Background: an optimization exercise with open tools, aiming at small area and a short achievable clock period. Do not read the settings as production practice.
Only simulation tests tie the RTL to the original design; equivalence was not proved.

v6:
==> flow/design.v <==
module comp_bilerp_row #(parameter W = 16) (
    input  wire [W-1:0] a,       
    input  wire [W-1:0] b,       
    input  wire [7:0]   f,
    output wire [W+7:0] r
);
    wire [W-1:0] s0 = f[0] ? b : a;
    wire [W-1:0] s1 = f[1] ? b : a;
    wire [W-1:0] s2 = f[2] ? b : a;
    wire [W-1:0] s3 = f[3] ? b : a;
    wire [W-1:0] s4 = f[4] ? b : a;
    wire [W-1:0] s5 = f[5] ? b : a;
    wire [W-1:0] s6 = f[6] ? b : a;
    wire [W-1:0] s7 = f[7] ? b : a;
    assign r = {8'd0, a} + {8'd0, s0} + {7'd0, s1, 1'b0} + {6'd0, s2, 2'b0}
             + {5'd0, s3, 3'b0} + {4'd0, s4, 4'b0} + {3'd0, s5, 5'b0}
             + {2'd0, s6, 6'b0} + {1'd0, s7, 7'b0};
endmodule
module comp_bilerp (
    input  wire [15:0] t00,
    input  wire [15:0] t10,
    input  wire [15:0] t01,
    input  wire [15:0] t11,
    input  wire [7:0]  fu,
    input  wire [7:0]  fv,
    output wire [15:0] q
);
    wire [23:0] row0, row1;
    wire [31:0] acc;
    comp_bilerp_row #(16) u_r0 (.a(t00), .b(t10), .f(fu), .r(row0));
    comp_bilerp_row #(16) u_r1 (.a(t01), .b(t11), .f(fu), .r(row1));
    comp_bilerp_row #(24) u_v  (.a(row0), .b(row1), .f(fv), .r(acc));
    wire [31:0] accr = acc + 32'd32768;
    assign q = accr[31:16];
endmodule
module comp_pixel (
    input  wire        clk,
    input  wire        rst,
    input  wire        in_valid,
    input  wire        in_on_canvas,
    input  wire [3:0]  in_layer_en,      
    input  wire        in_base_hit,      
    input  wire [15:0] in_b00,
    input  wire [15:0] in_b10,
    input  wire [15:0] in_b01,
    input  wire [15:0] in_b11,
    input  wire [7:0]  in_bfu,
    input  wire [7:0]  in_bfv,
    input  wire [15:0] in_s00,
    input  wire [15:0] in_s10,
    input  wire [15:0] in_s01,
    input  wire [15:0] in_s11,
    input  wire [7:0]  in_sfu,
    input  wire [7:0]  in_sfv,
    input  wire [15:0] in_floor,
    input  wire [15:0] in_ceil,
    input  wire [7:0]  in_crema,
    input  wire        in_stitch_en,
    input  wire [16:0] in_wn,            
    input  wire        in_unif_en,
    input  wire [15:0] in_gain,          
    output reg         out_valid,
    output reg  [15:0] out_v,
    output reg  [15:0] out_pre,
    output reg         out_sat,
    output reg         out_l3
);
    reg        r_valid;
    reg        r_on_canvas;
    reg [3:0]  r_layer_en;
    reg        r_base_hit;
    reg [15:0] r_b00, r_b10, r_b01, r_b11;
    reg [7:0]  r_bfu, r_bfv;
    reg [15:0] r_s00, r_s10, r_s01, r_s11;
    reg [7:0]  r_sfu, r_sfv;
    reg [15:0] r_floor, r_ceil;
    reg [7:0]  r_crema;
    reg        r_stitch_en;
    reg [16:0] r_wn;
    reg        r_unif_en;
    reg [15:0] r_gain;
    always @(posedge clk) begin
        if (rst)
            r_valid <= 1'b0;
        else
            r_valid <= in_valid;
    end
    always @(posedge clk) begin
        r_on_canvas <= in_on_canvas;
        r_layer_en  <= in_layer_en;
        r_base_hit  <= in_base_hit;
        r_b00 <= in_b00;  r_b10 <= in_b10;  r_b01 <= in_b01;  r_b11 <= in_b11;
        r_bfu <= in_bfu;  r_bfv <= in_bfv;
        r_s00 <= in_s00;  r_s10 <= in_s10;  r_s01 <= in_s01;  r_s11 <= in_s11;
        r_sfu <= in_sfu;  r_sfv <= in_sfv;
        r_floor     <= in_floor;
        r_ceil      <= in_ceil;
        r_crema     <= in_crema;
        r_stitch_en <= in_stitch_en;
        r_wn        <= in_wn;
        r_unif_en   <= in_unif_en;
        r_gain      <= in_gain;
    end
    wire [15:0] base_q, sig_q;
    comp_bilerp u_base (
        .t00(r_b00), .t10(r_b10), .t01(r_b01), .t11(r_b11),
        .fu(r_bfu), .fv(r_bfv), .q(base_q)
    );
    comp_bilerp u_sig (
        .t00(r_s00), .t10(r_s10), .t01(r_s01), .t11(r_s11),
        .fu(r_sfu), .fv(r_sfv), .q(sig_q)
    );
    reg        p1_valid;
    reg [15:0] p1_b, p1_s, p1_f, p1_c, p1_g;
    reg [7:0]  p1_a;
    reg [16:0] p1_wn;
    always @(posedge clk) begin
        if (rst)
            p1_valid <= 1'b0;
        else
            p1_valid <= r_valid;
    end
    always @(posedge clk) begin
        p1_b  <= (r_on_canvas && r_layer_en[0] && r_base_hit) ? base_q : 16'd0;
        p1_s  <= (r_on_canvas && r_layer_en[1]) ? sig_q : 16'd0;
        p1_a  <= r_layer_en[2] ? r_crema : 8'd0;
        p1_f  <= (r_on_canvas && r_layer_en[3]) ? r_floor : 16'd0;
        p1_c  <= r_layer_en[3] ? r_ceil : 16'hFFFF;
        p1_wn <= r_stitch_en ? r_wn : 17'd65536;
        p1_g  <= r_unif_en ? r_gain : 16'd32768;
    end
    wire [23:0] att_p = p1_b * (8'd255 - p1_a);
    wire [40:0] ts_acc = {17'd0, att_p} + {9'd0, att_p, 8'd0} + {1'd0, att_p, 16'd0}
                       + {1'b0, p1_s, 24'd0} + 41'h807F7F;
    wire        sat_add = ts_acc[40];
    wire [15:0] ts_val  = sat_add ? 16'hFFFF : ts_acc[39:24];
    wire        l3_conf = p1_f > p1_c;
    wire [15:0] fl_val  = (ts_val < p1_f) ? p1_f : ts_val;
    wire [15:0] cl_val  = (fl_val > p1_c) ? p1_c : fl_val;
    reg        p2_valid;
    reg [15:0] p2_v, p2_g;
    reg [16:0] p2_wn;
    reg        p2_sat, p2_l3;
    always @(posedge clk) begin
        if (rst)
            p2_valid <= 1'b0;
        else
            p2_valid <= p1_valid;
    end
    always @(posedge clk) begin
        p2_v   <= cl_val;
        p2_sat <= sat_add;
        p2_l3  <= l3_conf;
        p2_wn  <= p1_wn;
        p2_g   <= p1_g;
    end
    wire [33:0] st_prod = p2_v * p2_wn + 34'd32768;
    wire [15:0] pre_val = st_prod[31:16];
    wire [32:0] g_prod  = pre_val * p2_g + 33'd16384;
    wire [17:0] g_q     = g_prod[32:15];
    wire        sat_g   = g_q > 18'd65535;
    wire [15:0] fin_val = sat_g ? 16'hFFFF : g_q[15:0];
    always @(posedge clk) begin
        if (rst)
            out_valid <= 1'b0;
        else
            out_valid <= p2_valid;
    end
    always @(posedge clk) begin
        out_v   <= fin_val;
        out_pre <= pre_val;
        out_sat <= p2_sat | sat_g;
        out_l3  <= p2_l3;
    end
endmodule
clock: 55.0 ns
lec_check: 0
cap_margin: 20
core_margin: 2
core_utilization: 40
place_density: 0.6
slew_margin: 20
run.sh (not shown) runs the stock make flow with config.mk's settings and CLKGATE_MAP_FILE= SYNTH_SCRIPT=/design/flow/synth_recipe.tcl, a recipe that flattens the netlist after the stock synthesis.
v6: flow completed, timing, DRC and antenna clean
### v6 -> v7
diff --git a/flow/design.v b/flow/design.v
--- a/flow/design.v
+++ b/flow/design.v
@@ -2,6 +2,7 @@
     input  wire [W-1:0] a,       
     input  wire [W-1:0] b,       
     input  wire [7:0]   f,
+    input  wire [W-1:0] c,       
     output wire [W+7:0] r
 );
     wire [W-1:0] s0 = f[0] ? b : a;
@@ -14,7 +15,7 @@
     wire [W-1:0] s7 = f[7] ? b : a;
     assign r = {8'd0, a} + {8'd0, s0} + {7'd0, s1, 1'b0} + {6'd0, s2, 2'b0}
              + {5'd0, s3, 3'b0} + {4'd0, s4, 4'b0} + {3'd0, s5, 5'b0}
-             + {2'd0, s6, 6'b0} + {1'd0, s7, 7'b0};
+             + {2'd0, s6, 6'b0} + {1'd0, s7, 7'b0} + {8'd0, c};
 endmodule
 module comp_bilerp (
     input  wire [15:0] t00,
@@ -27,11 +28,10 @@
 );
     wire [23:0] row0, row1;
     wire [31:0] acc;
-    comp_bilerp_row #(16) u_r0 (.a(t00), .b(t10), .f(fu), .r(row0));
-    comp_bilerp_row #(16) u_r1 (.a(t01), .b(t11), .f(fu), .r(row1));
-    comp_bilerp_row #(24) u_v  (.a(row0), .b(row1), .f(fv), .r(acc));
-    wire [31:0] accr = acc + 32'd32768;
-    assign q = accr[31:16];
+    comp_bilerp_row #(16) u_r0 (.a(t00), .b(t10), .f(fu), .c(16'd0), .r(row0));
+    comp_bilerp_row #(16) u_r1 (.a(t01), .b(t11), .f(fu), .c(16'd0), .r(row1));
+    comp_bilerp_row #(24) u_v  (.a(row0), .b(row1), .f(fv), .c(24'd32768), .r(acc));
+    assign q = acc[31:16];
 endmodule
 module comp_pixel (
     input  wire        clk,
@@ -135,8 +135,10 @@
     wire        sat_add = ts_acc[40];
     wire [15:0] ts_val  = sat_add ? 16'hFFFF : ts_acc[39:24];
     wire        l3_conf = p1_f > p1_c;
-    wire [15:0] fl_val  = (ts_val < p1_f) ? p1_f : ts_val;
-    wire [15:0] cl_val  = (fl_val > p1_c) ? p1_c : fl_val;
+    wire        v_lo    = ts_val < p1_f;
+    wire        v_hi    = ts_val > p1_c;
+    wire [15:0] cl_val  = (l3_conf || (v_hi && !v_lo)) ? p1_c :
+                          v_lo ? p1_f : ts_val;
     reg        p2_valid;
     reg [15:0] p2_v, p2_g;
     reg [16:0] p2_wn;
@@ -155,8 +157,22 @@
         p2_g   <= p1_g;
     end
     wire [33:0] st_prod = p2_v * p2_wn + 34'd32768;
-    wire [15:0] pre_val = st_prod[31:16];
-    wire [32:0] g_prod  = pre_val * p2_g + 33'd16384;
+    reg        p3_valid;
+    reg [15:0] p3_pre, p3_g;
+    reg        p3_sat, p3_l3;
+    always @(posedge clk) begin
+        if (rst)
+            p3_valid <= 1'b0;
+        else
+            p3_valid <= p2_valid;
+    end
+    always @(posedge clk) begin
+        p3_pre <= st_prod[31:16];
+        p3_g   <= p2_g;
+        p3_sat <= p2_sat;
+        p3_l3  <= p2_l3;
+    end
+    wire [32:0] g_prod  = p3_pre * p3_g + 33'd16384;
     wire [17:0] g_q     = g_prod[32:15];
     wire        sat_g   = g_q > 18'd65535;
     wire [15:0] fin_val = sat_g ? 16'hFFFF : g_q[15:0];
@@ -164,12 +180,12 @@
         if (rst)
             out_valid <= 1'b0;
         else
-            out_valid <= p2_valid;
+            out_valid <= p3_valid;
     end
     always @(posedge clk) begin
         out_v   <= fin_val;
-        out_pre <= pre_val;
-        out_sat <= p2_sat | sat_g;
-        out_l3  <= p2_l3;
+        out_pre <= p3_pre;
+        out_sat <= p3_sat | sat_g;
+        out_l3  <= p3_l3;
     end
 endmodule
--- outcome ---
- The final layout from v7, which completed every stage, passed the timing, DRC and antenna checks at the end of the flow.
- Higher total global routing track utilization goes to v6 over v7.
- The run showing the greater cell area after synthesis is v7.
- v7 reports its destination of the critical timing path as out_v[11] while v6 reports p2_v[6].
- Diff v6 -> v7: count of vias placed by the detailed router rose 545.
- Critical path depth was lower in v7 than in v6.
- Diff v6 -> v7 | non-clock buffer count | decrease of 14
- Of v6 and v7, the higher area growth from synthesis to final layout belongs to v6.
- Looking at sequential share of layout area, v7 sits 0.80 points higher than v6 does.
- The run showing the greater well-tap cell count is v7.
- v7 ended up with a higher worst setup slack after layout than v6 did.

## separate check: timing with driven ports
How much do the figures lean on ideal ports? The routed layouts below were timed once more, with nothing changed but the port constraints.
Step 1: set_driving_cell puts a clkbuf_16 on clk and a buf_2 on each other input, an assumption about the parent block.
Step 2 times the ports against the registers' clock, not the clock port: input delays grow and output delays shrink by t, the midpoint of the rising clock arrivals with the driver on.
Three values: ideal ports, drivers, drivers and shift; two values: the first two.
run | shift t [ns] | slack for setup (ns) | latest minus earliest clock arrival (ns)
v6 | 0.774 | 41.052 / 41.052 / 41.052 | 0.059 / 0.059
v7 | 0.774 | 42.431 / 42.345 / 42.894 | 0.037 / 0.037
After both steps every run listed still meets setup and hold.
